This design comes from an exercise in tuning for small area and a short achievable clock period on the open sky130 flow, not from production work.
Function was checked by simulation only, so behaviour that the tests miss may differ from the original.
Power is estimated from default activity; no workload was simulated.

[flow/run.sh]
#!/bin/bash
# Standard synthesis, then every combinational cell set to its smallest size,
# then the standard layout with 1x buffers on the ports.
set -euo pipefail
RES=orfs/results/sky130hd/fx_step_eval/base
bash standard.sh synth > synth.log 2>&1
SYNTH_ODB=$RES/1_synth.odb openroad -no_init -exit flow/downsize.tcl > downsize.log 2>&1
bash standard.sh BUFFER_PORTS_ARGS="-buffer_cell sky130_fd_sc_hd__buf_1" finish > layout.log 2>&1
[flow/downsize.tcl]
# Swap every combinational cell of the synthesized netlist for the smallest
# cell of its family (same function and pins, lowest drive strength), so that
# timing repair later upsizes only where the paths need it.
read_db $::env(SYNTH_ODB)
set db [ord::get_db]
set fam [dict create]
foreach lib [$db getLibs] {
  foreach m [$lib getMasters] {
    set n [$m getName]
    if {![regexp {^(sky130_fd_sc_hd__[a-z0-9]+)_([0-9]+)$} $n -> base drv]} continue
    if {[string match "*lpflow*" $n] || [string match "*probe*" $n]} continue
    set a [expr {[$m getWidth] * [$m getHeight]}]
    if {![dict exists $fam $base] || $a < [lindex [dict get $fam $base] 1]} {
      dict set fam $base [list $m $a]
    }
  }
}
set swapped 0
foreach inst [[[$db getChip] getBlock] getInsts] {
  set m [$inst getMaster]
  set n [$m getName]
  if {![regexp {^(sky130_fd_sc_hd__[a-z0-9]+)_([0-9]+)$} $n -> base drv]} continue
  if {[string match "*df*" $base] || [string match "*conb*" $base]} continue
  if {![dict exists $fam $base]} continue
  set nm [lindex [dict get $fam $base] 0]
  if {[$nm getName] ne $n} {
    $inst swapMaster $nm
    incr swapped
  }
}
puts "downsize: swapped $swapped cells"
write_db $::env(SYNTH_ODB)
[standard.sh]
#!/bin/bash
# synth_recipe.tcl (not shown) runs the flow's synth.tcl, then flattens the netlist and writes it again
# the make line also repeats each setting of config.mk as NAME=value (left out here)
make -C /OpenROAD-flow-scripts/flow DESIGN_CONFIG=/design/flow/config.mk WORK_HOME=/design/flow/orfs CLKGATE_MAP_FILE= SYNTH_SCRIPT=/design/flow/synth_recipe.tcl "${@:-finish}"
[config.mk]
export PLATFORM = sky130hd
export DESIGN_NAME = fx_step_eval
export DESIGN_NICKNAME = fx_step_eval
export VERILOG_FILES = /design/flow/design.v
export SDC_FILE = /design/flow/constraint.sdc
export NUM_CORES = 4
export LEC_CHECK = 0
export CAP_MARGIN = 20
export CORE_MARGIN = 2
export CORE_UTILIZATION = 40
export SLEW_MARGIN = 20
export SYNTH_HIERARCHICAL = 1
[constraint.sdc]
create_clock -name core_clock -period 8.0 [get_ports {clk}]
set_input_delay 1.6000 -clock core_clock [delete_from_list [all_inputs] [get_ports {clk}]]
set_output_delay 1.6000 -clock core_clock [all_outputs]
set_load 0.01 [all_outputs]
[design.v]
module fx_lane_eval (
    input  wire [30:0] ins,     
    input  wire [7:0]  opv,     
    input  wire [1:0]  pv,      
    output wire [1:0]  res,     
    output wire [1:0]  rch,     
    output wire        ill,     
    output wire        stg,     
    output wire [3:0]  trg_nz,  
    output wire [3:0]  trg_one  
);
    wire [15:0] tt    = ins[30:15];
    wire [1:0]  kind  = ins[3:2];
    wire        exp_b = ins[1];
    wire        state = ins[0];
    wire [1:0] va = opv[1:0];
    wire [1:0] vb = opv[3:2];
    wire [1:0] vc = opv[5:4];
    wire [1:0] vd = opv[7:6];
    wire F0, F1;   
    fx_lane_ctl u_ctl (.tt(tt), .opdh(ins[14:12]), .kind(kind), .state(state),
        .opv(opv[5:0]), .vd(vd), .pv(pv), .ill(ill), .stg(stg), .F0(F0), .F1(F1),
        .tz(trg_nz), .to(trg_one));
    wire a0, a1, ka0, ka1, b0, b1, kb0, kb1, c0, c1, kc0, kc1, keval, ke_ns, d0, d1, kd0r, kd1g, kd0g, n1a0, p0a0, n1a1, p0a1, n1a2, p0a2, n1a3, p0a3, n1a4, p0a4, n1a5, p0a5, n1a6, p0a6, n1a7, p0a7, p1b0, n0b0, p1b1, n0b1, p1b2, n0b2, p1b3, n0b3, n1c0, p0c0, n1c1, p0c1, any1g, any0;
    g_nand2b_1 u1 (.A_N(va[1]), .B(va[0]), .Y(a0));
    g_or2_1 u2 (.A(va[1]), .B(va[0]), .X(a1));
    g_nor2_1 u3 (.A(va[1]), .B(va[0]), .Y(ka0));
    g_nor2b_1 u4 (.A(va[1]), .B_N(va[0]), .Y(ka1));
    g_nor2b_1 u5 (.A(vb[1]), .B_N(vb[0]), .Y(kb1));
    g_nor2_1 u6 (.A(vb[1]), .B(vb[0]), .Y(kb0));
    g_inv_1 u7 (.A(kb1), .Y(b0));
    g_inv_1 u8 (.A(kb0), .Y(b1));
    g_nor2b_1 u9 (.A(vc[1]), .B_N(vc[0]), .Y(kc1));
    g_nor2_1 u10 (.A(vc[1]), .B(vc[0]), .Y(kc0));
    g_inv_1 u11 (.A(kc1), .Y(c0));
    g_inv_1 u12 (.A(kc0), .Y(c1));
    g_nor2_1 u13 (.A(kind[1]), .B(kind[0]), .Y(keval));
    g_nor3_1 u14 (.A(kind[1]), .B(kind[0]), .C(state), .Y(ke_ns));
    g_or3b_1 u15 (.A(state), .B(vd[1]), .C_N(vd[0]), .X(d0));
    g_nor2_1 u16 (.A(vd[1]), .B(vd[0]), .Y(kd0r));
    g_nor2_1 u17 (.A(state), .B(kd0r), .Y(d1));
    g_nand2_1 u18 (.A(keval), .B(d0), .Y(kd1g));
    g_o21ai_0 u19 (.A1(vd[1]), .A2(vd[0]), .B1(ke_ns), .Y(kd0g));
    g_a22oi_1 u20 (.A1(a0), .A2(tt[0]), .B1(a1), .B2(tt[1]), .Y(n1a0));
    g_o22ai_1 u21 (.A1(ka1), .A2(tt[0]), .B1(ka0), .B2(tt[1]), .Y(p0a0));
    g_a22oi_1 u22 (.A1(a0), .A2(tt[2]), .B1(a1), .B2(tt[3]), .Y(n1a1));
    g_o22ai_1 u23 (.A1(ka1), .A2(tt[2]), .B1(ka0), .B2(tt[3]), .Y(p0a1));
    g_a22oi_1 u24 (.A1(a0), .A2(tt[4]), .B1(a1), .B2(tt[5]), .Y(n1a2));
    g_o22ai_1 u25 (.A1(ka1), .A2(tt[4]), .B1(ka0), .B2(tt[5]), .Y(p0a2));
    g_a22oi_1 u26 (.A1(a0), .A2(tt[6]), .B1(a1), .B2(tt[7]), .Y(n1a3));
    g_o22ai_1 u27 (.A1(ka1), .A2(tt[6]), .B1(ka0), .B2(tt[7]), .Y(p0a3));
    g_a22oi_1 u28 (.A1(a0), .A2(tt[8]), .B1(a1), .B2(tt[9]), .Y(n1a4));
    g_o22ai_1 u29 (.A1(ka1), .A2(tt[8]), .B1(ka0), .B2(tt[9]), .Y(p0a4));
    g_a22oi_1 u30 (.A1(a0), .A2(tt[10]), .B1(a1), .B2(tt[11]), .Y(n1a5));
    g_o22ai_1 u31 (.A1(ka1), .A2(tt[10]), .B1(ka0), .B2(tt[11]), .Y(p0a5));
    g_a22oi_1 u32 (.A1(a0), .A2(tt[12]), .B1(a1), .B2(tt[13]), .Y(n1a6));
    g_o22ai_1 u33 (.A1(ka1), .A2(tt[12]), .B1(ka0), .B2(tt[13]), .Y(p0a6));
    g_a22oi_1 u34 (.A1(a0), .A2(tt[14]), .B1(a1), .B2(tt[15]), .Y(n1a7));
    g_o22ai_1 u35 (.A1(ka1), .A2(tt[14]), .B1(ka0), .B2(tt[15]), .Y(p0a7));
    g_o22ai_1 u36 (.A1(kb1), .A2(n1a0), .B1(kb0), .B2(n1a1), .Y(p1b0));
    g_a22oi_1 u37 (.A1(b0), .A2(p0a0), .B1(b1), .B2(p0a1), .Y(n0b0));
    g_o22ai_1 u38 (.A1(kb1), .A2(n1a2), .B1(kb0), .B2(n1a3), .Y(p1b1));
    g_a22oi_1 u39 (.A1(b0), .A2(p0a2), .B1(b1), .B2(p0a3), .Y(n0b1));
    g_o22ai_1 u40 (.A1(kb1), .A2(n1a4), .B1(kb0), .B2(n1a5), .Y(p1b2));
    g_a22oi_1 u41 (.A1(b0), .A2(p0a4), .B1(b1), .B2(p0a5), .Y(n0b2));
    g_o22ai_1 u42 (.A1(kb1), .A2(n1a6), .B1(kb0), .B2(n1a7), .Y(p1b3));
    g_a22oi_1 u43 (.A1(b0), .A2(p0a6), .B1(b1), .B2(p0a7), .Y(n0b3));
    g_a22oi_1 u44 (.A1(c0), .A2(p1b0), .B1(c1), .B2(p1b1), .Y(n1c0));
    g_o22ai_1 u45 (.A1(kc1), .A2(n0b0), .B1(kc0), .B2(n0b1), .Y(p0c0));
    g_a22oi_1 u46 (.A1(c0), .A2(p1b2), .B1(c1), .B2(p1b3), .Y(n1c1));
    g_o22ai_1 u47 (.A1(kc1), .A2(n0b2), .B1(kc0), .B2(n0b3), .Y(p0c1));
    g_o22ai_1 u48 (.A1(kd1g), .A2(n1c0), .B1(kd0g), .B2(n1c1), .Y(any1g));
    g_a22o_1 u49 (.A1(d0), .A2(p0c0), .B1(d1), .B2(p0c1), .X(any0));
    g_or2_1 u50 (.A(F0), .B(any1g), .X(res[0]));
    g_a21o_1 u51 (.A1(any1g), .A2(any0), .B1(F1), .X(res[1]));
    g_and2_1 u52 (.A(exp_b), .B(res[0]), .X(rch[0]));
    g_nand2b_1 u53 (.A_N(res[1]), .B(exp_b), .Y(rch[1]));
endmodule
module fx_lane_ctl(tt, opdh, kind, state, opv, vd, pv, ill, stg, F0, F1, tz, to);
  input [15:0] tt;
  wire [15:0] tt;
  input [2:0] opdh;
  wire [2:0] opdh;
  input [1:0] kind;
  wire [1:0] kind;
  input state;
  wire state;
  input [5:0] opv;
  wire [5:0] opv;
  input [1:0] vd;
  wire [1:0] vd;
  input [1:0] pv;
  wire [1:0] pv;
  output ill;
  wire ill;
  output stg;
  wire stg;
  output F0;
  wire F0;
  output F1;
  wire F1;
  output [3:0] tz;
  wire [3:0] tz;
  output [3:0] to;
  wire [3:0] to;
  wire _000_;
  wire _001_;
  wire _002_;
  wire _003_;
  wire _004_;
  wire _005_;
  wire _006_;
  wire _007_;
  wire _008_;
  wire _009_;
  wire _010_;
  wire _011_;
  wire _012_;
  wire _013_;
  wire _014_;
  wire _015_;
  wire _016_;
  wire _017_;
  wire _018_;
  wire _019_;
  wire _020_;
  wire _021_;
  wire _022_;
  wire _023_;
  wire _024_;
  wire _025_;
  wire _026_;
  wire _027_;
  wire _028_;
  wire _029_;
  wire _030_;
  wire _031_;
  wire _032_;
  wire _033_;
  wire _034_;
  wire _035_;
  wire _036_;
  wire _037_;
  wire _038_;
  wire _039_;
  wire _040_;
  wire _041_;
  wire _042_;
  wire _043_;
  wire _044_;
  wire _045_;
  wire _046_;
  wire _047_;
  wire _048_;
  wire _049_;
  wire _050_;
  wire _051_;
  wire _052_;
  wire _053_;
  wire _054_;
  wire _055_;
  wire _056_;
  wire _057_;
  wire _058_;
  wire _059_;
  wire _060_;
  wire _061_;
  wire _062_;
  wire _063_;
  wire _064_;
  wire _065_;
  wire _066_;
  wire _067_;
  wire _068_;
  wire _069_;
  wire _070_;
  wire _071_;
  wire _072_;
  wire _073_;
  wire _074_;
  wire _075_;
  wire _076_;
  wire _077_;
  wire _078_;
  g_nor2b_1 _079_ (
    .A(tt[1]),
    .B_N(_039_),
    .Y(_041_)
  );
  g_nand2_1 _080_ (
    .A(_037_),
    .B(_041_),
    .Y(_042_)
  );
  g_nor2_1 _081_ (
    .A(_031_),
    .B(_042_),
    .Y(tz[1])
  );
  g_nor3_1 _082_ (
    .A(opv[1]),
    .B(_031_),
    .C(_042_),
    .Y(to[1])
  );
  g_nor2_1 _083_ (
    .A(tt[0]),
    .B(_042_),
    .Y(tz[0])
  );
  g_nor3_1 _084_ (
    .A(opv[1]),
    .B(tt[0]),
    .C(_042_),
    .Y(to[0])
  );
  g_nor2_1 _085_ (
    .A(kind[1]),
    .B(kind[0]),
    .Y(_043_)
  );
  g_nand3_1 _086_ (
    .A(opdh[1]),
    .B(opdh[0]),
    .C(opdh[2]),
    .Y(_044_)
  );
  g_a21boi_0 _087_ (
    .A1(state),
    .A2(_044_),
    .B1_N(_043_),
    .Y(_045_)
  );
  g_and2_0 _088_ (
    .A(state),
    .B(_045_),
    .X(stg)
  );
  g_a22oi_1 _089_ (
    .A1(tt[11]),
    .A2(tt[1]),
    .B1(tt[0]),
    .B2(tt[10]),
    .Y(_046_)
  );
  g_nand3_1 _090_ (
    .A(tt[4]),
    .B(tt[3]),
    .C(tt[2]),
    .Y(_047_)
  );
  g_o22ai_1 _091_ (
    .A1(tt[15]),
    .A2(tt[5]),
    .B1(tt[1]),
    .B2(tt[11]),
    .Y(_048_)
  );
  g_nor3_1 _092_ (
    .A(_046_),
    .B(_047_),
    .C(_048_),
    .Y(_049_)
  );
  g_a211oi_1 _093_ (
    .A1(tt[6]),
    .A2(_049_),
    .B1(tt[12]),
    .C1(tt[14]),
    .Y(_050_)
  );
  g_nand2_1 _094_ (
    .A(tt[8]),
    .B(tt[7]),
    .Y(_051_)
  );
  g_nor2_1 _095_ (
    .A(_050_),
    .B(_051_),
    .Y(_052_)
  );
  g_nand2b_1 _096_ (
    .A_N(tt[8]),
    .B(tt[12]),
    .Y(_053_)
  );
  g_nor2_1 _097_ (
    .A(tt[13]),
    .B(_032_),
    .Y(_054_)
  );
  g_a21oi_1 _098_ (
    .A1(tt[14]),
    .A2(_054_),
    .B1(_036_),
    .Y(_055_)
  );
  g_nor2_1 _099_ (
    .A(tt[15]),
    .B(_055_),
    .Y(_056_)
  );
  g_a221oi_1 _100_ (
    .A1(tt[12]),
    .A2(_032_),
    .B1(_053_),
    .B2(kind[1]),
    .C1(_052_),
    .Y(_057_)
  );
  g_nor2b_1 _101_ (
    .A(tt[5]),
    .B_N(tt[15]),
    .Y(_058_)
  );
  g_nor2b_1 _102_ (
    .A(tt[4]),
    .B_N(_058_),
    .Y(_059_)
  );
  g_o21ai_0 _103_ (
    .A1(tt[6]),
    .A2(tt[7]),
    .B1(tt[15]),
    .Y(_060_)
  );
  g_o211ai_1 _104_ (
    .A1(tt[14]),
    .A2(_059_),
    .B1(_060_),
    .C1(_054_),
    .Y(_061_)
  );
  g_or4_1 _105_ (
    .A(tt[12]),
    .B(tt[14]),
    .C(tt[6]),
    .D(tt[7]),
    .X(_062_)
  );
  g_a21oi_1 _106_ (
    .A1(tt[13]),
    .A2(tt[15]),
    .B1(_062_),
    .Y(_063_)
  );
  g_o21ai_0 _107_ (
    .A1(tt[13]),
    .A2(_058_),
    .B1(_063_),
    .Y(_064_)
  );
  g_o21ai_0 _108_ (
    .A1(_049_),
    .A2(_064_),
    .B1(_061_),
    .Y(_065_)
  );
  g_nand2_1 _109_ (
    .A(kind[1]),
    .B(_065_),
    .Y(_066_)
  );
  g_nor3_1 _110_ (
    .A(tt[8]),
    .B(tt[9]),
    .C(_066_),
    .Y(_067_)
  );
  g_nand2b_1 _111_ (
    .A_N(tt[13]),
    .B(tt[12]),
    .Y(_068_)
  );
  g_clkinv_1 _112_ (
    .A(_068_),
    .Y(_069_)
  );
  g_a21oi_1 _113_ (
    .A1(tt[14]),
    .A2(_034_),
    .B1(tt[0]),
    .Y(_070_)
  );
  g_a21oi_1 _114_ (
    .A1(_041_),
    .A2(_070_),
    .B1(_056_),
    .Y(_071_)
  );
  g_o22ai_1 _115_ (
    .A1(tt[14]),
    .A2(_034_),
    .B1(_068_),
    .B2(_071_),
    .Y(_072_)
  );
  g_a211o_1 _116_ (
    .A1(_056_),
    .A2(_057_),
    .B1(_067_),
    .C1(_072_),
    .X(_073_)
  );
  g_nand2_1 _117_ (
    .A(tt[8]),
    .B(tt[9]),
    .Y(_074_)
  );
  g_a21oi_1 _118_ (
    .A1(tt[14]),
    .A2(_074_),
    .B1(_033_),
    .Y(_075_)
  );
  g_nand2b_1 _119_ (
    .A_N(tt[12]),
    .B(tt[14]),
    .Y(_076_)
  );
  g_o21ai_0 _120_ (
    .A1(tt[0]),
    .A2(_075_),
    .B1(_076_),
    .Y(_077_)
  );
  g_a21oi_1 _121_ (
    .A1(_041_),
    .A2(_077_),
    .B1(_034_),
    .Y(_078_)
  );
  g_o31ai_1 _122_ (
    .A1(tt[4]),
    .A2(tt[3]),
    .A3(tt[2]),
    .B1(tt[12]),
    .Y(_000_)
  );
  g_nand2_1 _123_ (
    .A(tt[13]),
    .B(_000_),
    .Y(_001_)
  );
  g_o21ai_0 _124_ (
    .A1(tt[4]),
    .A2(_068_),
    .B1(_001_),
    .Y(_002_)
  );
  g_nor2_1 _125_ (
    .A(tt[14]),
    .B(_038_),
    .Y(_003_)
  );
  g_nand3_1 _126_ (
    .A(_033_),
    .B(_002_),
    .C(_003_),
    .Y(_004_)
  );
  g_nand3_1 _127_ (
    .A(tt[9]),
    .B(_034_),
    .C(_066_),
    .Y(_005_)
  );
  g_a21oi_1 _128_ (
    .A1(_078_),
    .A2(_004_),
    .B1(state),
    .Y(_006_)
  );
  g_a31oi_1 _129_ (
    .A1(_073_),
    .A2(_005_),
    .A3(_006_),
    .B1(_045_),
    .Y(ill)
  );
  g_nor2_1 _130_ (
    .A(opv[3]),
    .B(_076_),
    .Y(_007_)
  );
  g_xor2_1 _131_ (
    .A(tt[0]),
    .B(opv[2]),
    .X(_008_)
  );
  g_nand2_1 _132_ (
    .A(tt[12]),
    .B(tt[14]),
    .Y(_009_)
  );
  g_a221oi_1 _133_ (
    .A1(tt[12]),
    .A2(tt[14]),
    .B1(_007_),
    .B2(_008_),
    .C1(tt[13]),
    .Y(_010_)
  );
  g_nor2_1 _134_ (
    .A(_034_),
    .B(_010_),
    .Y(_011_)
  );
  g_a21o_1 _135_ (
    .A1(tt[10]),
    .A2(vd[0]),
    .B1(opv[4]),
    .X(_012_)
  );
  g_a221o_1 _136_ (
    .A1(opv[2]),
    .A2(_032_),
    .B1(_012_),
    .B2(tt[11]),
    .C1(opv[0]),
    .X(_013_)
  );
  g_xnor2_1 _137_ (
    .A(vd[1]),
    .B(vd[0]),
    .Y(_014_)
  );
  g_xnor2_1 _138_ (
    .A(opv[5]),
    .B(opv[4]),
    .Y(_015_)
  );
  g_a21oi_1 _139_ (
    .A1(tt[10]),
    .A2(_014_),
    .B1(_015_),
    .Y(_016_)
  );
  g_clkinv_1 _140_ (
    .A(_016_),
    .Y(_017_)
  );
  g_xnor2_1 _141_ (
    .A(opv[3]),
    .B(opv[2]),
    .Y(_018_)
  );
  g_xnor2_1 _142_ (
    .A(opv[1]),
    .B(opv[0]),
    .Y(_019_)
  );
  g_a221oi_1 _143_ (
    .A1(tt[11]),
    .A2(_017_),
    .B1(_018_),
    .B2(_032_),
    .C1(_019_),
    .Y(_020_)
  );
  g_nor2_1 _144_ (
    .A(_013_),
    .B(_020_),
    .Y(_021_)
  );
  g_o31a_1 _145_ (
    .A1(tt[8]),
    .A2(tt[9]),
    .A3(_013_),
    .B1(_020_),
    .X(_022_)
  );
  g_o21ai_0 _146_ (
    .A1(_021_),
    .A2(_022_),
    .B1(_011_),
    .Y(_023_)
  );
  g_xor2_1 _147_ (
    .A(tt[14]),
    .B(_034_),
    .X(_024_)
  );
  g_o31ai_1 _148_ (
    .A1(pv[1]),
    .A2(_068_),
    .A3(_024_),
    .B1(_023_),
    .Y(_025_)
  );
  g_o21bai_1 _149_ (
    .A1(_043_),
    .A2(_025_),
    .B1_N(ill),
    .Y(F1)
  );
  g_nor2_1 _150_ (
    .A(_043_),
    .B(_009_),
    .Y(_026_)
  );
  g_a211oi_1 _151_ (
    .A1(tt[9]),
    .A2(_020_),
    .B1(_013_),
    .C1(_009_),
    .Y(_027_)
  );
  g_o21ai_0 _152_ (
    .A1(opv[1]),
    .A2(opv[0]),
    .B1(_008_),
    .Y(_028_)
  );
  g_a221oi_1 _153_ (
    .A1(tt[13]),
    .A2(opv[0]),
    .B1(pv[0]),
    .B2(_069_),
    .C1(tt[14]),
    .Y(_029_)
  );
  g_a2111oi_0 _154_ (
    .A1(_007_),
    .A2(_028_),
    .B1(_029_),
    .C1(_027_),
    .D1(_034_),
    .Y(_030_)
  );
  g_a311o_1 _155_ (
    .A1(pv[0]),
    .A2(_034_),
    .A3(_026_),
    .B1(_030_),
    .C1(ill),
    .X(F0)
  );
  g_and2_0 _156_ (
    .A(tt[0]),
    .B(_040_),
    .X(tz[3])
  );
  g_nor2b_1 _157_ (
    .A(opv[1]),
    .B_N(tz[3]),
    .Y(to[3])
  );
  g_clkinv_1 _158_ (
    .A(tt[0]),
    .Y(_031_)
  );
  g_or2_0 _159_ (
    .A(tt[10]),
    .B(tt[11]),
    .X(_032_)
  );
  g_nor3_1 _160_ (
    .A(tt[8]),
    .B(tt[9]),
    .C(_032_),
    .Y(_033_)
  );
  g_nand2_1 _161_ (
    .A(kind[1]),
    .B(kind[0]),
    .Y(_034_)
  );
  g_nor3b_1 _162_ (
    .A(state),
    .B(_034_),
    .C_N(tt[12]),
    .Y(_035_)
  );
  g_nor2b_1 _163_ (
    .A(tt[14]),
    .B_N(tt[13]),
    .Y(_036_)
  );
  g_o2111a_1 _164_ (
    .A1(opv[1]),
    .A2(opv[0]),
    .B1(_033_),
    .C1(_035_),
    .D1(_036_),
    .X(_037_)
  );
  g_or4_1 _165_ (
    .A(tt[15]),
    .B(tt[6]),
    .C(tt[7]),
    .D(tt[5]),
    .X(_038_)
  );
  g_nor4_1 _166_ (
    .A(tt[4]),
    .B(tt[3]),
    .C(tt[2]),
    .D(_038_),
    .Y(_039_)
  );
  g_and3_1 _167_ (
    .A(tt[1]),
    .B(_037_),
    .C(_039_),
    .X(_040_)
  );
  g_and2_0 _168_ (
    .A(_031_),
    .B(_040_),
    .X(tz[2])
  );
  g_nor2b_1 _169_ (
    .A(opv[1]),
    .B_N(tz[2]),
    .Y(to[2])
  );
endmodule
module g_a2111oi_0 (input wire A1, input wire A2, input wire B1, input wire C1, input wire D1, output wire Y);
    assign Y = (~A1&~B1&~C1&~D1) | (~A2&~B1&~C1&~D1);
 endmodule
module g_a211o_1 (input wire A1, input wire A2, input wire B1, input wire C1, output wire X);
    assign X = (A1&A2) | (B1) | (C1);
 endmodule
module g_a211oi_1 (input wire A1, input wire A2, input wire B1, input wire C1, output wire Y);
    assign Y = (~A1&~B1&~C1) | (~A2&~B1&~C1);
 endmodule
module g_a21boi_0 (input wire A1, input wire A2, input wire B1_N, output wire Y);
    assign Y = (~A1&B1_N) | (~A2&B1_N);
 endmodule
module g_a21o_1 (input wire A1, input wire A2, input wire B1, output wire X);
    assign X = (A1&A2) | (B1);
 endmodule
module g_a21oi_1 (input wire A1, input wire A2, input wire B1, output wire Y);
    assign Y = (~A1&~B1) | (~A2&~B1);
 endmodule
module g_a221o_1 (input wire A1, input wire A2, input wire B1, input wire B2, input wire C1, output wire X);
    assign X = (B1&B2) | (A1&A2) | (C1);
 endmodule
module g_a221oi_1 (input wire A1, input wire A2, input wire B1, input wire B2, input wire C1, output wire Y);
    assign Y = (~A1&~B1&~C1) | (~A1&~B2&~C1) | (~A2&~B1&~C1) | (~A2&~B2&~C1);
 endmodule
module g_a22o_1 (input wire A1, input wire A2, input wire B1, input wire B2, output wire X);
    assign X = (B1&B2) | (A1&A2);
 endmodule
module g_a22oi_1 (input wire A1, input wire A2, input wire B1, input wire B2, output wire Y);
    assign Y = (~A1&~B1) | (~A1&~B2) | (~A2&~B1) | (~A2&~B2);
 endmodule
module g_a311o_1 (input wire A1, input wire A2, input wire A3, input wire B1, input wire C1, output wire X);
    assign X = (A1&A2&A3) | (B1) | (C1);
 endmodule
module g_a31oi_1 (input wire A1, input wire A2, input wire A3, input wire B1, output wire Y);
    assign Y = (~A1&~B1) | (~A2&~B1) | (~A3&~B1);
 endmodule
module g_and2_0 (input wire A, input wire B, output wire X);
    assign X = (A&B);
 endmodule
module g_and2_1 (input wire A, input wire B, output wire X);
    assign X = (A&B);
 endmodule
module g_and3_1 (input wire A, input wire B, input wire C, output wire X);
    assign X = (A&B&C);
 endmodule
module g_buf_1 (input wire A, output wire X);
    assign X = (A);
 endmodule
module g_clkinv_1 (input wire A, output wire Y);
    assign Y = (~A);
 endmodule
module g_inv_1 (input wire A, output wire Y);
    assign Y = (~A);
 endmodule
module g_nand2_1 (input wire A, input wire B, output wire Y);
    assign Y = (~A) | (~B);
 endmodule
module g_nand2b_1 (input wire A_N, input wire B, output wire Y);
    assign Y = (A_N) | (~B);
 endmodule
module g_nand3_1 (input wire A, input wire B, input wire C, output wire Y);
    assign Y = (~A) | (~B) | (~C);
 endmodule
module g_nand4_1 (input wire A, input wire B, input wire C, input wire D, output wire Y);
    assign Y = (~A) | (~B) | (~C) | (~D);
 endmodule
module g_nor2_1 (input wire A, input wire B, output wire Y);
    assign Y = (~A&~B);
 endmodule
module g_nor2b_1 (input wire A, input wire B_N, output wire Y);
    assign Y = (~A&B_N);
 endmodule
module g_nor3_1 (input wire A, input wire B, input wire C, output wire Y);
    assign Y = (~A&~B&~C);
 endmodule
module g_nor3b_1 (input wire A, input wire B, input wire C_N, output wire Y);
    assign Y = (~A&~B&C_N);
 endmodule
module g_nor4_1 (input wire A, input wire B, input wire C, input wire D, output wire Y);
    assign Y = (~A&~B&~C&~D);
 endmodule
module g_o2111a_1 (input wire A1, input wire A2, input wire B1, input wire C1, input wire D1, output wire X);
    assign X = (A1&B1&C1&D1) | (A2&B1&C1&D1);
 endmodule
module g_o211ai_1 (input wire A1, input wire A2, input wire B1, input wire C1, output wire Y);
    assign Y = (~A1&~A2) | (~B1) | (~C1);
 endmodule
module g_o21ai_0 (input wire A1, input wire A2, input wire B1, output wire Y);
    assign Y = (~A1&~A2) | (~B1);
 endmodule
module g_o21bai_1 (input wire A1, input wire A2, input wire B1_N, output wire Y);
    assign Y = (~A1&~A2) | (B1_N);
 endmodule
module g_o22ai_1 (input wire A1, input wire A2, input wire B1, input wire B2, output wire Y);
    assign Y = (~B1&~B2) | (~A1&~A2);
 endmodule
module g_o31a_1 (input wire A1, input wire A2, input wire A3, input wire B1, output wire X);
    assign X = (A1&B1) | (A2&B1) | (A3&B1);
 endmodule
module g_o31ai_1 (input wire A1, input wire A2, input wire A3, input wire B1, output wire Y);
    assign Y = (~A1&~A2&~A3) | (~B1);
 endmodule
module g_or2_0 (input wire A, input wire B, output wire X);
    assign X = (A) | (B);
 endmodule
module g_or2_1 (input wire A, input wire B, output wire X);
    assign X = (A) | (B);
 endmodule
module g_or3b_1 (input wire A, input wire B, input wire C_N, output wire X);
    assign X = (A) | (B) | (~C_N);
 endmodule
module g_or4_1 (input wire A, input wire B, input wire C, input wire D, output wire X);
    assign X = (A) | (B) | (C) | (D);
 endmodule
module g_xnor2_1 (input wire A, input wire B, output wire Y);
    assign Y = (~A&~B) | (A&B);
 endmodule
module g_xor2_1 (input wire A, input wire B, output wire X);
    assign X = (A&~B) | (~A&B);
 endmodule
module fx_step_eval #(
    parameter LANES = 16
) (
    input  wire                 clk,
    input  wire [31*LANES-1:0]  ins,    
    input  wire [8*LANES-1:0]   opv,    
    input  wire [2*LANES-1:0]   pv,     
    output reg  [2*LANES-1:0]   res,
    output reg  [2*LANES-1:0]   rch,
    output reg  [LANES-1:0]     ill,
    output reg  [LANES-1:0]     stg,
    output reg  [7:0]           trg     
);
    wire [2*LANES-1:0] res_c;
    wire [2*LANES-1:0] rch_c;
    wire [LANES-1:0]   ill_c;
    wire [LANES-1:0]   stg_c;
    wire [4*LANES-1:0] nz_c;
    wire [4*LANES-1:0] one_c;
    genvar l;
    generate
        for (l = 0; l < LANES; l = l + 1) begin : g_lane
            fx_lane_eval u_lane (
                .ins     (ins[31*l +: 31]),
                .opv     (opv[8*l +: 8]),
                .pv      (pv[2*l +: 2]),
                .res     (res_c[2*l +: 2]),
                .rch     (rch_c[2*l +: 2]),
                .ill     (ill_c[l]),
                .stg     (stg_c[l]),
                .trg_nz  (nz_c[4*l +: 4]),
                .trg_one (one_c[4*l +: 4])
            );
        end
    endgenerate
    wire [7:0] trg_c;
    wire z0_0, z0_1, z0_2, z0_3, any_z0, o0_0, o0_1, o0_2, o0_3, any_o0, z1_0, z1_1, z1_2, z1_3, any_z1, o1_0, o1_1, o1_2, o1_3, any_o1, z2_0, z2_1, z2_2, z2_3, any_z2, o2_0, o2_1, o2_2, o2_3, any_o2, z3_0, z3_1, z3_2, z3_3, any_z3, o3_0, o3_1, o3_2, o3_3, any_o3;
    g_nor4_1 u1 (.A(nz_c[0]), .B(nz_c[4]), .C(nz_c[8]), .D(nz_c[12]), .Y(z0_0));
    g_nor4_1 u2 (.A(nz_c[16]), .B(nz_c[20]), .C(nz_c[24]), .D(nz_c[28]), .Y(z0_1));
    g_nor4_1 u3 (.A(nz_c[32]), .B(nz_c[36]), .C(nz_c[40]), .D(nz_c[44]), .Y(z0_2));
    g_nor4_1 u4 (.A(nz_c[48]), .B(nz_c[52]), .C(nz_c[56]), .D(nz_c[60]), .Y(z0_3));
    g_nand4_1 u5 (.A(z0_0), .B(z0_1), .C(z0_2), .D(z0_3), .Y(any_z0));
    g_nor4_1 u6 (.A(one_c[0]), .B(one_c[4]), .C(one_c[8]), .D(one_c[12]), .Y(o0_0));
    g_nor4_1 u7 (.A(one_c[16]), .B(one_c[20]), .C(one_c[24]), .D(one_c[28]), .Y(o0_1));
    g_nor4_1 u8 (.A(one_c[32]), .B(one_c[36]), .C(one_c[40]), .D(one_c[44]), .Y(o0_2));
    g_nor4_1 u9 (.A(one_c[48]), .B(one_c[52]), .C(one_c[56]), .D(one_c[60]), .Y(o0_3));
    g_nand4_1 u10 (.A(o0_0), .B(o0_1), .C(o0_2), .D(o0_3), .Y(any_o0));
    g_buf_1 u11 (.A(any_z0), .X(trg_c[0]));
    g_nor2b_1 u12 (.A(any_o0), .B_N(any_z0), .Y(trg_c[1]));
    g_nor4_1 u13 (.A(nz_c[1]), .B(nz_c[5]), .C(nz_c[9]), .D(nz_c[13]), .Y(z1_0));
    g_nor4_1 u14 (.A(nz_c[17]), .B(nz_c[21]), .C(nz_c[25]), .D(nz_c[29]), .Y(z1_1));
    g_nor4_1 u15 (.A(nz_c[33]), .B(nz_c[37]), .C(nz_c[41]), .D(nz_c[45]), .Y(z1_2));
    g_nor4_1 u16 (.A(nz_c[49]), .B(nz_c[53]), .C(nz_c[57]), .D(nz_c[61]), .Y(z1_3));
    g_nand4_1 u17 (.A(z1_0), .B(z1_1), .C(z1_2), .D(z1_3), .Y(any_z1));
    g_nor4_1 u18 (.A(one_c[1]), .B(one_c[5]), .C(one_c[9]), .D(one_c[13]), .Y(o1_0));
    g_nor4_1 u19 (.A(one_c[17]), .B(one_c[21]), .C(one_c[25]), .D(one_c[29]), .Y(o1_1));
    g_nor4_1 u20 (.A(one_c[33]), .B(one_c[37]), .C(one_c[41]), .D(one_c[45]), .Y(o1_2));
    g_nor4_1 u21 (.A(one_c[49]), .B(one_c[53]), .C(one_c[57]), .D(one_c[61]), .Y(o1_3));
    g_nand4_1 u22 (.A(o1_0), .B(o1_1), .C(o1_2), .D(o1_3), .Y(any_o1));
    g_buf_1 u23 (.A(any_z1), .X(trg_c[2]));
    g_nor2b_1 u24 (.A(any_o1), .B_N(any_z1), .Y(trg_c[3]));
    g_nor4_1 u25 (.A(nz_c[2]), .B(nz_c[6]), .C(nz_c[10]), .D(nz_c[14]), .Y(z2_0));
    g_nor4_1 u26 (.A(nz_c[18]), .B(nz_c[22]), .C(nz_c[26]), .D(nz_c[30]), .Y(z2_1));
    g_nor4_1 u27 (.A(nz_c[34]), .B(nz_c[38]), .C(nz_c[42]), .D(nz_c[46]), .Y(z2_2));
    g_nor4_1 u28 (.A(nz_c[50]), .B(nz_c[54]), .C(nz_c[58]), .D(nz_c[62]), .Y(z2_3));
    g_nand4_1 u29 (.A(z2_0), .B(z2_1), .C(z2_2), .D(z2_3), .Y(any_z2));
    g_nor4_1 u30 (.A(one_c[2]), .B(one_c[6]), .C(one_c[10]), .D(one_c[14]), .Y(o2_0));
    g_nor4_1 u31 (.A(one_c[18]), .B(one_c[22]), .C(one_c[26]), .D(one_c[30]), .Y(o2_1));
    g_nor4_1 u32 (.A(one_c[34]), .B(one_c[38]), .C(one_c[42]), .D(one_c[46]), .Y(o2_2));
    g_nor4_1 u33 (.A(one_c[50]), .B(one_c[54]), .C(one_c[58]), .D(one_c[62]), .Y(o2_3));
    g_nand4_1 u34 (.A(o2_0), .B(o2_1), .C(o2_2), .D(o2_3), .Y(any_o2));
    g_buf_1 u35 (.A(any_z2), .X(trg_c[4]));
    g_nor2b_1 u36 (.A(any_o2), .B_N(any_z2), .Y(trg_c[5]));
    g_nor4_1 u37 (.A(nz_c[3]), .B(nz_c[7]), .C(nz_c[11]), .D(nz_c[15]), .Y(z3_0));
    g_nor4_1 u38 (.A(nz_c[19]), .B(nz_c[23]), .C(nz_c[27]), .D(nz_c[31]), .Y(z3_1));
    g_nor4_1 u39 (.A(nz_c[35]), .B(nz_c[39]), .C(nz_c[43]), .D(nz_c[47]), .Y(z3_2));
    g_nor4_1 u40 (.A(nz_c[51]), .B(nz_c[55]), .C(nz_c[59]), .D(nz_c[63]), .Y(z3_3));
    g_nand4_1 u41 (.A(z3_0), .B(z3_1), .C(z3_2), .D(z3_3), .Y(any_z3));
    g_nor4_1 u42 (.A(one_c[3]), .B(one_c[7]), .C(one_c[11]), .D(one_c[15]), .Y(o3_0));
    g_nor4_1 u43 (.A(one_c[19]), .B(one_c[23]), .C(one_c[27]), .D(one_c[31]), .Y(o3_1));
    g_nor4_1 u44 (.A(one_c[35]), .B(one_c[39]), .C(one_c[43]), .D(one_c[47]), .Y(o3_2));
    g_nor4_1 u45 (.A(one_c[51]), .B(one_c[55]), .C(one_c[59]), .D(one_c[63]), .Y(o3_3));
    g_nand4_1 u46 (.A(o3_0), .B(o3_1), .C(o3_2), .D(o3_3), .Y(any_o3));
    g_buf_1 u47 (.A(any_z3), .X(trg_c[6]));
    g_nor2b_1 u48 (.A(any_o3), .B_N(any_z3), .Y(trg_c[7]));
    always @(posedge clk) begin
        res <= res_c;
        rch <= rch_c;
        ill <= ill_c;
        stg <= stg_c;
        trg <= trg_c;
    end
endmodule
==> impl_metrics.ini, run 1 <==
[synthesis]
avgSynthCellArea_um2 = 6.65
yosys_warnings = 7
synth_nets = 3113
syn-instance-count = 2456
syn-cell-area_um2 = 16300

[status]
stop_error = [ERROR PPL-0024] Number of IO pins (761) exceeds maximum number of available positions (740). Increase the die perimeter from 824.10um to 1034.96um.
lastStage = 3_2_place_iop
status = aborted with a tool error

[die]
start_util_pct = 40.3
num_rows = 74
die_h_um = 206
die_width_um = 206
==> run 2, diff against run 1 <==
--- a/config.mk
+++ b/config.mk
@@ -6,7 +6,8 @@
 export NUM_CORES = 4
 export LEC_CHECK = 0
 export CAP_MARGIN = 20
-export CORE_MARGIN = 2
-export CORE_UTILIZATION = 40
+export CORE_AREA = 5 5 375 85
+export DIE_AREA = 0 0 380 90
+export PLACE_DENSITY = 0.75
 export SLEW_MARGIN = 20
 export SYNTH_HIERARCHICAL = 1
==> impl_metrics.ini, run 2 <==
[timing]
finalHoldViolCount = 0
fin_crit_ns = 4.10
tightest_slew_ns = 1.32
max_freq_mhz = 244
worst_slack_ns = 3.90
layout_worst_path_cycle_share_pct = 51.3
maxSlewHeadroom_pct = 11.3
setup_violations = 0
slew_viol_final = 0
tns_ns = 0
grt_setup_unrepaired = false
fin_hold_ws_ns = 1.38

[setup_path]
path_class = in2reg
cpMaxStageDelayCell = nor4_1
critPathCaptureType = flop
cp.required_ns = 8.28
worst-path-buf-inv = 1
cp_cell_sequence = buf_1 -> or2_0 -> nor3_1 -> o2111a_1 -> and3_1 -> and2_0 -> nor4_1 -> nand4_1 -> nor2b_1
critPathArrivalTime_ns = 4.38
path_delay_family = simple AND/OR/NAND/NOR gates
cp_max_fo = 7
critPathLaunchType = input port
cpPeakStageDelay_ns = 1.10

[die]
num_rows = 29
die_width_um = 380
core_region_area_um2 = 29200
die_h_um = 90
ios = 761
start_util_pct = 56.0
die_area_um2 = 34200

[placed_design]
portBuffers = 632
postPlaceCellArea_um2 = 19200
dp_slack_ns = 3.67
dp_hpwl_um = 52300
dp.cells = 3487
gp_congestion = 0.989

[clock_tree]
cts_inserted_buffers = 9
post-cts-setup-buffer-count = 0
cts_buffer_depth = 2
cts.sinks = 104
clkTransAtPathRegs_ns = 0.09
htree_num_levels = 3
cts_tree = built
cts-root-buf = clkbuf_16
cts_hold_buf = 0
cts_resized = 0

[job]
timing.max_cap.violations = 0

[synthesis]
syn-cell-area_um2 = 16300
yosys_warnings = 7
synth_nets = 3113
avgSynthCellArea_um2 = 6.65
syn-instance-count = 2456

[grt]
grt_pass1_wl_um = 107000
antenna_found_initial = 0
grt_max_degree = 19
grt_pass1_vias = 21646
gr-total-overflow = 0
groute.usage.overall_pct = 36.2

[routing]
drtPass1Iterations = 9
vias_per_cell = 6.79
drc_errors = 0
finalWirelength_um = 67300
drt_iter0_markers = 2998
final_antenna_net_count = 0
post_drt_wl_per_cell_um = 19.2
dr_total_vias = 23786

[power]
cellLeakagePower_nw = 6.66
peakVddDrop_uv = 83.1
power.density_nw_per_um2 = 101
finalPower_mw = 1.97

[min_path]
min_to = rch[9]
hold_class = in2reg
hold_start = ins[125]
hold_depth = 2

[final_layout]
layout_common_cells = buf_1 (632), nor2_1 (272), o22ai_1 (272)
nNetsFinal = 3752
top_regs = rch (32), res (32)
area_growth_syn_to_layout_pct = 19.6
utilization_pct = 66.9
drive_gt1_share_pct = 0.645
antenna_cells = 0
final_common_cell = buf_1
stdcell_count = 3503
design_area_um2 = 19500

[status]
status = no timing/DRC/antenna violations
## run 2: area by class of cell
type / count / area, µm²
inverters: 112 / 420
fillers: 2777 / 9650
flip-flops and latches: 104 / 2080
well taps: 403 / 504
clock inverters: 6 / 73.8
repair buffers: 632 / 2370
multi-input cells: 2236 / 13800
clock buffers: 10 / 229
## run 2: worst max-delay path by stage
stage              from      end  slack [ns]  cells past startpoint
5_1_grt        ins[309]  rch[18]        3.83                     11
6_report       ins[305]   trg[5]        3.90                      9
4_1_cts        ins[309]  rch[18]        4.06                     11
2_1_floorplan   ins[21]   rch[0]        4.23                     10
3_3_place_gp   ins[309]  rch[18]        3.71                     11
3_5_place_dp   ins[309]  rch[18]        3.67                     11
## run 2: report_power, final
group          switching [mW]  total, mW  leakage [nW]  internal (mW)
Sequential            0.00688      0.550         0.855          0.543
Combinational           0.581      0.921          5.67          0.341
Clock                   0.247      0.496         0.142          0.248
## run 2: routing by layer
| metal | global-route usage, % | up-vias | share of wire [%] | wire (µm) |
|---|---|---|---|---|
| met5 | 0 | - | 0 | 0 |
| met4 | 10.7 | 0 | 2.8 | 1860 |
| met3 | 8.32 | 216 | 12 | 7840 |
| met2 | 60.1 | 1588 | 46 | 31000 |
| met1 | 47.1 | 10927 | 39 | 26600 |
| li1 | - | 11055 | - | - |
==> run 3, diff against run 2 <==
--- a/config.mk
+++ b/config.mk
@@ -9,5 +9,6 @@
 export CORE_AREA = 5 5 375 85
 export DIE_AREA = 0 0 380 90
 export PLACE_DENSITY = 0.75
+export SETUP_SLACK_MARGIN = 4.6
 export SLEW_MARGIN = 20
 export SYNTH_HIERARCHICAL = 1
==> impl_metrics.ini, run 3 <==
[grt]
groute.usage.overall_pct = 37.6
grt_pass1_wl_um = 111000
antenna_found_initial = 0
gr-total-overflow = 0
grt_pass1_vias = 22333
grt_max_degree = 20

[job]
timing.max_cap.violations = 0

[placed_design]
portBuffers = 632
dp_slack_ns = 3.65
dp_hpwl_um = 53000
gp_congestion = 0.993

[clock_tree]
cts_buffer_depth = 2
cts_tree = built
htree_num_levels = 3
cts-root-buf = clkbuf_16
clkTransAtPathRegs_ns = 0.09
cts.sinks = 104
cts_hold_buf = 0
cts_inserted_buffers = 9

[timing]
fin_crit_ns = 3.63
grt_setup_unrepaired = true
setup_violations = 0
max_freq_mhz = 276
slew_viol_final = 0
tns_ns = 0
layout_worst_path_cycle_share_pct = 45.4
tightest_slew_ns = 0.802
finalHoldViolCount = 0
maxSlewHeadroom_pct = 46.1
worst_slack_ns = 4.37

[die]
die_area_um2 = 34200
die_h_um = 90
die_width_um = 380
num_rows = 29
ios = 761
start_util_pct = 56.0
core_region_area_um2 = 29200

[routing]
drc_errors = 0
post_drt_wl_per_cell_um = 20.4
drt_iter0_markers = 3776
drt-met1-wl_um = 28200
final_antenna_net_count = 0
drtPass1Iterations = 8
finalWirelength_um = 72700
dr_wl_met2_um = 33300
wl_met3_um = 8490
highest_layer = met4
vias_per_cell = 6.95
dr_total_vias = 24786

[setup_path]
startpoint = ins[300]
critPathArrivalTime_ns = 3.92
cp_max_fo = 3
critPathCaptureType = flop
critPathLaunchType = input port
cp.required_ns = 8.29
path_class = in2reg

[final_layout]
nNetsFinal = 3814
layout_common_cells = buf_1 (532), nor2_1 (271), o22ai_1 (270)
fillerInstances = 2351
top_regs = rch (32), res (32)
drive_gt1_share_pct = 11.1
final_common_cell = buf_1
antenna_cells = 0
area_growth_syn_to_layout_pct = 34.9

[synthesis]
avgSynthCellArea_um2 = 6.65
syn-instance-count = 2456
synth_nets = 3113
syn-cell-area_um2 = 16300
yosys_warnings = 7

[min_path]
min_to = rch[11]
hold_depth = 2
hold_start = ins[156]
hold_class = in2reg

[status]
status = no timing/DRC/antenna violations

[power]
finalPower_mw = 2.10
peakVddDrop_uv = 94.0
cellLeakagePower_nw = 7.81
power.density_nw_per_um2 = 95.2
[run 3: worst max-delay path, cell delays in order]
cell and delay, ns:
buf_8 0.10, or4_4 0.55, nor4_4 0.19, nor2b_4 0.22, a21oi_2 0.07, o22ai_1 0.17
a211o_1 0.17, a31oi_4 0.12, a311o_1 0.29, or2_1 0.26, and2_1 0.17
[run 3: timing repair]
item / CTS / global route
pin swaps: 39 / 68
gates resized for setup: 236 / 337
endpoints found under the setup margin: 69 / 60
setup buffers: 16 / 46
[run 3: layout make-up]
class | count | area (µm²) | area share (%)
sequential | 104 | 2080 | 9.45
clock buffer | 10 | 239 | 1.08
tap | 403 | 504 | 2.29
inverter | 112 | 420 | 1.91
multi-input combinational | 2236 | 15200 | 68.9
clock inverter | 6 | 60.1 | 0.273
timing repair buffer | 694 | 3550 | 16.1
[run 3: metal layers]
metal | vias to the layer above | global-route usage [%]
li1 | 11171 | -
met1 | 11426 | 48.5
met2 | 1877 | 62.6
met4 | 0 | 14.2
met3 | 312 | 7.09
met5 | - | 0
[run 3: power by group]
group	internal [mW]	switching (mW)
Clock	0.228	0.267
Sequential	0.543	0.00729
Combinational	0.416	0.638
Total	1.19	0.911
[run 3: worst max path at each step]
stage,endpoint,slack (ns),cells after the start
finish,rch[18],4.37,11
global route,rch[12],4.26,12
CTS,rch[20],4.38,11
detailed placement,rch[16],3.65,12
global placement,rch[20],3.73,12
floorplan,rch[10],4.40,10
[run 3: metrics by stage]
step	cell area, µm²	util, %	instances	hold slack, ns
2_1_floorplan	16500	-	2456	1.67
3_3_place_gp	19400	66.5	3487	1.76
3_5_place_dp	19400	66.5	3487	1.77
4_1_cts	20700	70.9	3519	1.37
5_1_grt	22000	75.5	3565	1.38
6_report	22000	75.5	3565	1.37
==> run 4, diff against run 3 <==
--- a/config.mk
+++ b/config.mk
@@ -6,9 +6,7 @@
 export NUM_CORES = 4
 export LEC_CHECK = 0
 export CAP_MARGIN = 20
-export CORE_AREA = 5 5 375 85
-export DIE_AREA = 0 0 380 90
-export PLACE_DENSITY = 0.75
-export SETUP_SLACK_MARGIN = 4.6
+export CORE_AREA = 5 5 265 265
+export DIE_AREA = 0 0 270 270
 export SLEW_MARGIN = 20
 export SYNTH_HIERARCHICAL = 1
==> impl_metrics.ini, run 4 <==
[status]
status = no timing/DRC/antenna violations

[placed_design]
dp.cells = 3966
postPlaceCellArea_um2 = 19800
dp_hpwl_um = 66300
portBuffers = 632
gp_congestion = 0.985

[setup_path]
critPathCaptureType = flop
critPathLaunchType = input port
path_class = in2reg
cpMaxStageDelayCell = nor4_1
cp_max_fo = 7
critPathArrivalTime_ns = 4.58
cpMostUsedCell = nor2b_1
cp-endpoint = trg[5]
worst-path-buf-inv = 1
path_delay_family = simple AND/OR/NAND/NOR gates
cp.required_ns = 8.31
startpoint = ins[429]
cp_cell_sequence = buf_1 -> or2_0 -> nor3_1 -> o2111a_1 -> and3_1 -> and2_0 -> nor2b_1 -> nor4_1 -> nand4_1 -> nor2b_1
cpPeakStageDelay_ns = 1.17
worst-path-stages = 10

[timing]
fin_crit_ns = 4.27
setup_violations = 0
grt_setup_unrepaired = false
slew_viol_final = 0
tightest_slew_ns = 1.39
finalHoldViolCount = 0
max_freq_mhz = 234
tns_ns = 0
layout_worst_path_cycle_share_pct = 53.4
maxSlewHeadroom_pct = 6.55

[final_layout]
stdcell_count = 3990
drive_gt1_share_pct = 0.804
nNetsFinal = 3761
final_common_cell = buf_1
layout_common_cells = buf_1 (632), nor2_1 (272), o22ai_1 (272)
design_area_um2 = 20200
area_growth_syn_to_layout_pct = 23.4
utilization_pct = 30.0
top_regs = rch (32), res (32)

[clock_tree]
cts.sinks = 104
cts_buffer_depth = 2
cts_tree = built
cts_resized = 0
cts-root-buf = clkbuf_16
htree_num_levels = 3
cts_hold_buf = 0
post-cts-setup-buffer-count = 0
clkTransAtPathRegs_ns = 0.09
cts_inserted_buffers = 9

[routing]
drtPass1Iterations = 6
final_antenna_net_count = 0
finalWirelength_um = 81700
post_drt_wl_per_cell_um = 20.5
dr_total_vias = 23437
drt_iter0_markers = 2735
drc_errors = 0
vias_per_cell = 5.87

[synthesis]
syn-cell-area_um2 = 16300
synth_nets = 3113
avgSynthCellArea_um2 = 6.65
yosys_warnings = 7
syn-instance-count = 2456

[grt]
grt_pass1_vias = 21075
grt.busiest_layer = met2
met1_usage_pct = 28.3
grt_util_met3_pct = 4.36
grt.met2_usage_pct = 32.5
groute.usage.overall_pct = 20.6
antenna_found_initial = 12
gr-total-overflow = 0
grt_max_degree = 19
grt_pass1_wl_um = 123000

[die]
start_util_pct = 24.3
num_rows = 95
die_area_um2 = 72900
ios = 761
die_width_um = 270
die_h_um = 270
core_region_area_um2 = 67200

[power]
cellLeakagePower_nw = 6.69
power.density_nw_per_um2 = 97.5
peakVddDrop_uv = 86.0

[job]
timing.max_cap.violations = 0

[min_path]
hold_class = in2reg
run 4: power by group:
| group | total (mW) | switching (mW) | internal [mW] |
|---|---|---|---|
| Sequential | 0.552 | 0.00822 | 0.543 |
| Clock | 0.480 | 0.262 | 0.217 |
| Combinational | 0.933 | 0.593 | 0.340 |
run 4: stage by stage:
step | hold slack (ns) | total power [mW] | worst slack (ns)
3_5_place_dp | 1.77 | 1.47 | 3.51
6_report | 1.38 | 1.96 | 3.73
3_3_place_gp | 1.77 | 1.47 | 3.55
2_1_floorplan | 1.67 | 1.06 | 4.23
5_1_grt | 1.36 | 2.10 | 3.71
4_1_cts | 1.34 | 1.97 | 3.95
run 4: layer usage:
metal	wire, µm	share of wire (%)	vias up
met5	110	0.13	-
met4	1980	2.4	18
met1	35800	44	10910
li1	-	-	11073
met2	36600	45	1293
met3	7220	8.8	143
run 4: worst min path at each step:
stage | start | end | slack, ns | cells after the start
floorplan | ins[156] | rch[11] | 1.67 | 1
global placement | ins[1] | rch[1] | 1.77 | 2
CTS | ins[125] | rch[9] | 1.34 | 2
finish | ins[1] | rch[1] | 1.38 | 2
detailed placement | ins[125] | rch[9] | 1.77 | 2
global route | ins[1] | rch[1] | 1.36 | 2
run 4: final cells by class:
class	instances	area (µm²)
Antenna cell	8	20.0
Clock buffer	10	229
Clock inverter	6	53.8
Fill cell	7553	47000
Inverter	112	420
Multi-Input combinational cell	2236	13800
Sequential cell	104	2080
Tap cell	873	1090
Timing Repair Buffer	641	2440
==> run 5, diff against run 4 <==
==> run.sh (new file) <==
#!/bin/bash
# synth_recipe.tcl (not shown) runs the flow's synth.tcl, then flattens the netlist and writes it again
# the make line also repeats each setting of config.mk as NAME=value (left out here)
make -C /OpenROAD-flow-scripts/flow DESIGN_CONFIG=/design/flow/config.mk WORK_HOME=/design/flow/orfs CLKGATE_MAP_FILE= SYNTH_SCRIPT=/design/flow/synth_recipe.tcl finish
--- a/config.mk
+++ b/config.mk
@@ -6,7 +6,7 @@
 export NUM_CORES = 4
 export LEC_CHECK = 0
 export CAP_MARGIN = 20
-export CORE_AREA = 5 5 265 265
-export DIE_AREA = 0 0 270 270
+export CORE_MARGIN = 2
+export CORE_UTILIZATION = 40
 export SLEW_MARGIN = 20
 export SYNTH_HIERARCHICAL = 1
removed: flow/run.sh
removed: flow/downsize.tcl
removed: standard.sh
==> impl_metrics.ini, run 5 <==
[status]
status = no timing/DRC/antenna violations

[synthesis]
ys_ff_latch = 104
async_flop_share_pct = 0
netlist_top_cells_count = nor2_1 (272), o22ai_1 (272), a22oi_2 (240)
synth_top_area_cell = a22oi_2
synth-edff-count = 0
synth.area.top_cells = a22oi_2 (14%), dfxtp_1 (9.9%), nor2b_4 (9.7%)
syn-instance-count = 2456
avgSynthCellArea_um2 = 8.53
netlist.area_leader.share_pct = 14.3
syn-cell-area_um2 = 21000
synth_cell_type_count = 38
synth_nets = 3113
yosys_warnings = 7
yosysSeqAreaShare_pct = 9.94
synthFlopType = dfxtp_1

[setup_path]
worst-path-buf-inv = 1
cp.required_ns = 8.30
cp_max_fo = 16
cpPeakStageDelay_ns = 0.88
cp_cell_sequence = clkdlybuf4s50_1 -> or4_1 -> a21oi_2 -> o21ai_1 -> o21ai_1 -> nand2_1 -> nor3_2 -> a211o_1 -> a31oi_1 -> a311o_1 -> or2_1 -> and2_1
cpMaxStageDelayCell = clkdlybuf4s50_1
critPathCaptureType = flop
critPathLaunchType = input port
critPathArrivalTime_ns = 4.83
cpMostUsedCell = o21ai_1
path_class = in2reg
path_delay_family = simple AND/OR/NAND/NOR gates

[placed_design]
dp_hpwl_um = 73600
dp.cells = 3764
portBuffers = 632
gp_congestion = 0.938

[clock_tree]
cts_buffer_depth = 2
cts_inserted_buffers = 9
cts_tree = built
post-cts-setup-buffer-count = 0
cts-root-buf = clkbuf_16
htree_num_levels = 3
cts.sinks = 104
clkTransAtPathRegs_ns = 0.08
cts_resized = 0
cts_hold_buf = 0

[power]
power.density_nw_per_um2 = 85.8
swShare_pct = 42.2
cellLeakagePower_nw = 9.40
pwr-share-comb_pct = 57.6
power.switching_mw = 1.03
internal_power_mw = 1.41
peakVddDrop_uv = 91.8
seqPwrFrac_pct = 22.6
power_frac_clock_pct = 19.8

[timing]
max_freq_mhz = 221
grt_setup_unrepaired = false
fin_crit_ns = 4.53
finalHoldViolCount = 0
tightest_slew_ns = 1.00
slew_viol_final = 0
setup_violations = 0
maxSlewHeadroom_pct = 33.1
tns_ns = 0
layout_worst_path_cycle_share_pct = 56.6
fin_hold_ws_ns = 1.71

[die]
core_region_area_um2 = 51500
num_rows = 83
ios = 761
die_width_um = 233
die_area_um2 = 54200
die_h_um = 233
start_util_pct = 40.7

[min_path]
hold_depth = 2
hold_start = ins[187]
min_to = rch[13]
hold_class = in2reg

[final_layout]
drive_gt1_share_pct = 28.0
utilization_pct = 55.2
multi_input_area_um2 = 18400
stdcell_count = 3802
area_growth_syn_to_layout_pct = 35.7
final_common_cell = clkdlybuf4s50_1
layout_common_cells = clkdlybuf4s50_1 (632), nor2_1 (272), o22ai_1 (272)
top_regs = rch (32), res (32)
nNetsFinal = 3752
regArea_um2 = 2080
fillerInstances = 4746

[routing]
post_drt_wl_per_cell_um = 23.7
final_antenna_net_count = 0
drt_iter0_markers = 1563
dr_total_vias = 23759
drc_errors = 0
vias_per_cell = 6.25
finalWirelength_um = 90000
drtPass1Iterations = 5

[grt]
gr-total-overflow = 0
antenna_found_initial = 30
grt_max_degree = 20
groute.usage.overall_pct = 32.0
grt_pass1_vias = 22928
grt_pass1_wl_um = 137000

[job]
timing.max_cap.violations = 0
[run 5: logic make-up after synthesis]
group | count (synthesis) | synth area share [%]
AOI/OAI and AO/OA | 1104 | 48.8
xor gates and xnor gates | 96 | 4.01
DFF | 104 | 9.94
and+or+nand+nor | 1036 | 35.1
buffers and inverters | 116 | 2.15
[run 5: power groups by stage]
stage               combinational, mW  sequential [mW]  clock (mW)
global route                     1.50            0.553       0.518
CTS                              1.39            0.551       0.501
finish                           1.41            0.551       0.483
floorplan                       0.665            0.576           0
detailed placement               1.38            0.563           0
global placement                 1.37            0.563           0
[run 5: final cells by class]
class	instances	share of cell area, %
clock buffer	9	0.792
inverter	112	1.48
tap	680	2.99
clock inverter	7	0.207
antenna	22	0.194
timing repair buffer	632	22.2
multi-input combinational	2236	64.8
sequential	104	7.32
[run 5: per-layer routing]
layer / vias to the layer above / track usage [%] / part of all wire [%]
li1: 11064 / - / -
met1: 11508 / 39.5 / 41
met2: 1014 / 54.7 / 48
met3: 143 / 7.49 / 8.7
met4: 30 / 9.73 / 2.4
met5: - / 0 / 0.21
[run 5: worst max path at each step]
stage          startpoint  slack, ns       to  cells past startpoint
6_report          ins[91]       3.47   rch[4]                     12
5_1_grt          ins[463]       3.30  rch[28]                     12
3_3_place_gp      ins[60]       3.07   rch[2]                     12
2_1_floorplan     ins[21]       4.25   rch[0]                     10
4_1_cts           ins[60]       3.52   rch[2]                     12
3_5_place_dp      ins[60]       3.08   rch[2]                     12
[run 5: modules after synthesis (local to each module, per instance), a selection]
module	cells	cell area, µm²
g_nor3b_1	1	12.5
g_a221o_1	1	10.0
g_or2_1	1	6.26
g_and3_1	1	6.26
g_nor2_1	1	3.75
g_a211oi_1	1	12.5
[run 5: stage by stage]
step | area [µm²] | setup WS, ns | power [mW]
2_1_floorplan | 21000 | 4.25 | 1.24
3_3_place_gp | 28100 | 3.07 | 1.93
3_5_place_dp | 28100 | 3.08 | 1.95
4_1_cts | 28400 | 3.52 | 2.44
5_1_grt | 28400 | 3.30 | 2.57
6_report | 28400 | 3.47 | 2.44

## static timing again, ports no longer ideal
No port has a modelled driver above. Below, the same layouts with a new extraction and two added sets of constraints.
Step 1 sets driving cells, clkbuf_16 on the clock port and buf_2 on the other inputs (assumed; they add their load-dependent delay and slew).
Step 2 also shifts input and output timing later by t, the mid clock arrival at the registers, as if the neighbouring blocks saw the same clock.
a / b / c = no drivers / after step 1 / after step 2; a / b = the first two.
run	t (ns)	setup WS [ns]	latest minus earliest clock arrival (ns)	cell pins on the clock port's net
run 2	0.428	3.896 / 3.920 / 3.492	0.011 / 0.011	1
run 3	0.440	4.371 / 4.380 / 3.941	0.023 / 0.023	1
run 4	0.435	3.726 / 3.753 / 3.318	0.022 / 0.022	1
run 5	0.460	3.473 / 3.496 / 3.036	0.024 / 0.024	1
After both steps every run listed still meets setup and hold. For run 5, which loses most, drivers alone change the setup slack by +0.023 ns; drivers and shift together by -0.437 ns.
